Background: an optimization exercise with open tools, aiming at small area. Do not read the settings as production practice.
Function was checked by simulation only, so behaviour that the tests miss may differ from the original.
Power figures rest on the tool's default switching activity, not on a simulated workload.

Setup of the previous run:
Design hk_filter_chain, start of the top module:
module hk_filter_chain (
    input  wire        clk,
    input  wire        rst,           
    input  wire        run,           
    input  wire        sync,          
    input  wire [1:0]  cfg_order,     
    input  wire [2:0]  cfg_dec,       
    input  wire [9:0]  cfg_avg_m,     
    input  wire        cfg_lin_en,
    input  wire        mod_bit,
    input  wire        lin_we,
    input  wire [5:0]  lin_addr,
    input  wire [31:0] lin_wdata,
    output wire        word_valid,
    output wire [2:0]  word_seq,
    output wire        word_settling,
    output wire [23:0] word_code,
    output wire [31:0] word_val
);
clock: 18.0 ns
lec_check: 0
cap_margin: 20
core_margin: 2
core_utilization: 60
cts_buf_list: sky130_fd_sc_hd__clkbuf_16
cts_cluster_diameter: 120
cts_cluster_size: 24
slew_margin: 20
run.sh (not shown) runs the stock make flow with config.mk's settings and CLKGATE_MAP_FILE= SYNTH_SCRIPT=/design/flow/synth_recipe.tcl, a recipe that flattens the netlist after the stock synthesis.
Modified inputs, the current run compared to the previous run
-- flow/design.v --
<<< the previous run, line 297
    wire [3:0]  tix  = (st == ST_DC) ? tsel : pos[5:2];
    reg  [31:0] tapv;
    always @(*) begin
        case (tix)
            4'd0:    tapv = ring[0*128 +: 32];
            4'd1:    tapv = ring[1*128 +: 32];
            4'd2:    tapv = ring[2*128 +: 32];
            4'd3:    tapv = ring[3*128 +: 32];
            4'd4:    tapv = ring[4*128 +: 32];
            4'd5:    tapv = ring[5*128 +: 32];
            4'd6:    tapv = ring[6*128 +: 32];
            4'd7:    tapv = ring[7*128 +: 32];
            default: tapv = ring[8*128 +: 32];
        endcase
    end
    reg  [31:0] YL;
>>> the current run, line 297
    wire [3:0]  tix  = (st == ST_DC) ? tsel : pos[5:2];
    reg  [31:0] tapv;
    integer t;
    always @(*) begin
        tapv = 32'd0;
        for (t = 0; t < 9; t = t + 1)
            tapv = tapv | (ring[t*128 +: 32] & {32{tix == t}});
    end
    reg  [31:0] YL;
Taking the previous run as the reference, in the current run deepest level of the CTS H-tree level; final cell count went up about 1.4%; share of final layout cell area taken by non-clock buffers -0.25 points; share of total power in the clock network has increased; layout clock buffer count lost about 2.4%.
Number of well taps delta (the current run -> the previous run): insignificant
Re clock skew: the previous run and the current run aren't equal, and the lower value belongs to the current run.
The previous run → the current run: power dissipated by switching net loads moved down; worst hold slack moved down; core footprint now smaller.
Compared with the previous run, in the current run met3 track utilization from global routing increased 2.5 points, relative area change from synthesis to final layout increased by 0.25 points relative to the old numbers.
Delta (the current run minus the previous run): worst-case setup margin in the final layout up 42 ps, proportion of cell area occupied by registers up 0.66 points.

--- another note on this design; it stands on its own ---

tundra:
==> flow/design.v (excerpt) <==
module hk_filter_chain (
    input  wire        clk,
    input  wire        rst,           
    input  wire        run,           
    input  wire        sync,          
    input  wire [1:0]  cfg_order,     
    input  wire [2:0]  cfg_dec,       
    input  wire [9:0]  cfg_avg_m,     
    input  wire        cfg_lin_en,
    input  wire        mod_bit,
    input  wire        lin_we,
    input  wire [5:0]  lin_addr,
    input  wire [31:0] lin_wdata,
    output wire        word_valid,
    output wire [2:0]  word_seq,
    output wire        word_settling,
    output wire [23:0] word_code,
    output wire [31:0] word_val
);
For scale: about 5,500 cells after synthesis, roughly 120 I/O pins.
==> flow/config.mk <==
export PLATFORM = sky130hd
export DESIGN_NAME = hk_filter_chain
export DESIGN_NICKNAME = hk_filter_chain
export VERILOG_FILES = /design/flow/design.v
export SDC_FILE = /design/flow/constraint.sdc
export NUM_CORES = 4
export LEC_CHECK = 0
export CAP_MARGIN = 0
export CORE_MARGIN = 2
export CORE_UTILIZATION = 40
export CTS_BUF_LIST = sky130_fd_sc_hd__clkbuf_16
export CTS_CLUSTER_DIAMETER = 120
export CTS_CLUSTER_SIZE = 24
export SLEW_MARGIN = 0
==> flow/constraint.sdc <==
create_clock -name core_clock -period 18.0 [get_ports {clk}]
set_input_delay 3.6000 -clock core_clock [delete_from_list [all_inputs] [get_ports {clk}]]
set_output_delay 3.6000 -clock core_clock [all_outputs]
set_load 0.01 [all_outputs]
run.sh (not shown) runs the stock make flow with config.mk's settings and CLKGATE_MAP_FILE= SYNTH_SCRIPT=/design/flow/synth_recipe.tcl, a recipe that flattens the netlist after the stock synthesis.
Per the final summary, tundra finished and its layout is clean on timing, DRC and antenna.
Changes in lagoon relative to tundra:
--- a/flow/config.mk
+++ b/flow/config.mk
@@ -6,9 +6,9 @@
 export NUM_CORES = 4
 export LEC_CHECK = 0
-export CAP_MARGIN = 0
+export CAP_MARGIN = 20
 export CORE_MARGIN = 2
-export CORE_UTILIZATION = 40
+export CORE_UTILIZATION = 60
 export CTS_BUF_LIST = sky130_fd_sc_hd__clkbuf_16
 export CTS_CLUSTER_DIAMETER = 120
 export CTS_CLUSTER_SIZE = 24
-export SLEW_MARGIN = 0
+export SLEW_MARGIN = 20
==> comparison <==
lagoon against tundra: area enclosed by the die boundary now smaller, clock network fraction of design power saw a decrease, sum of internal, switching and leakage power saw a decrease, worst hold margin up 0.035 ns. Relative to tundra, global-route wire length before repair decreased by 10 mm in lagoon. Looking at global-route usage, lagoon sits 10 points above tundra. The more densely filled core belongs to lagoon, not tundra. Delta (lagoon minus tundra): standby leakage power stayed essentially flat; worst setup margin rose by 0.049 ns; layout buffer count excluding clock buffers rose by about 0.4%. The run with more routed wire is tundra, not lagoon.

## afterwards: timing with drivers on the ports
Ports are ideal in the flow. The routed layouts listed here were re-timed in OpenROAD.
Step 1 (the two cells are an assumption about what drives the block):
set clk [get_ports {clk}]
set_driving_cell -lib_cell sky130_fd_sc_hd__clkbuf_16 $clk
set_driving_cell -lib_cell sky130_fd_sc_hd__buf_2 [delete_from_list [all_inputs] $clk]
Step 2 times the ports against the registers' clock, not the clock port: input delays grow and output delays shrink by t, the midpoint of the rising clock arrivals with the driver on.
Slacks: ideal / step 1 / step 2; pairs: ideal / step 1.
| run | shift t [ns] | setup slack, ns | slew at the worst register clock pin (ns) | cell pins on the clock port's net |
|---|---|---|---|---|
| the previous run | 0.756 | 0.742 / 0.742 / 0.742 | 0.11 / 0.11 | 1 |
| the current run | 0.756 | 0.784 / 0.784 / 0.784 | 0.10 / 0.10 | 1 |
| tundra | 0.804 | 0.817 / 0.817 / 0.817 | 0.11 / 0.11 | 1 |
| lagoon | 0.780 | 0.866 / 0.866 / 0.866 | 0.11 / 0.11 | 1 |
After both steps setup and hold are still met in every run listed.
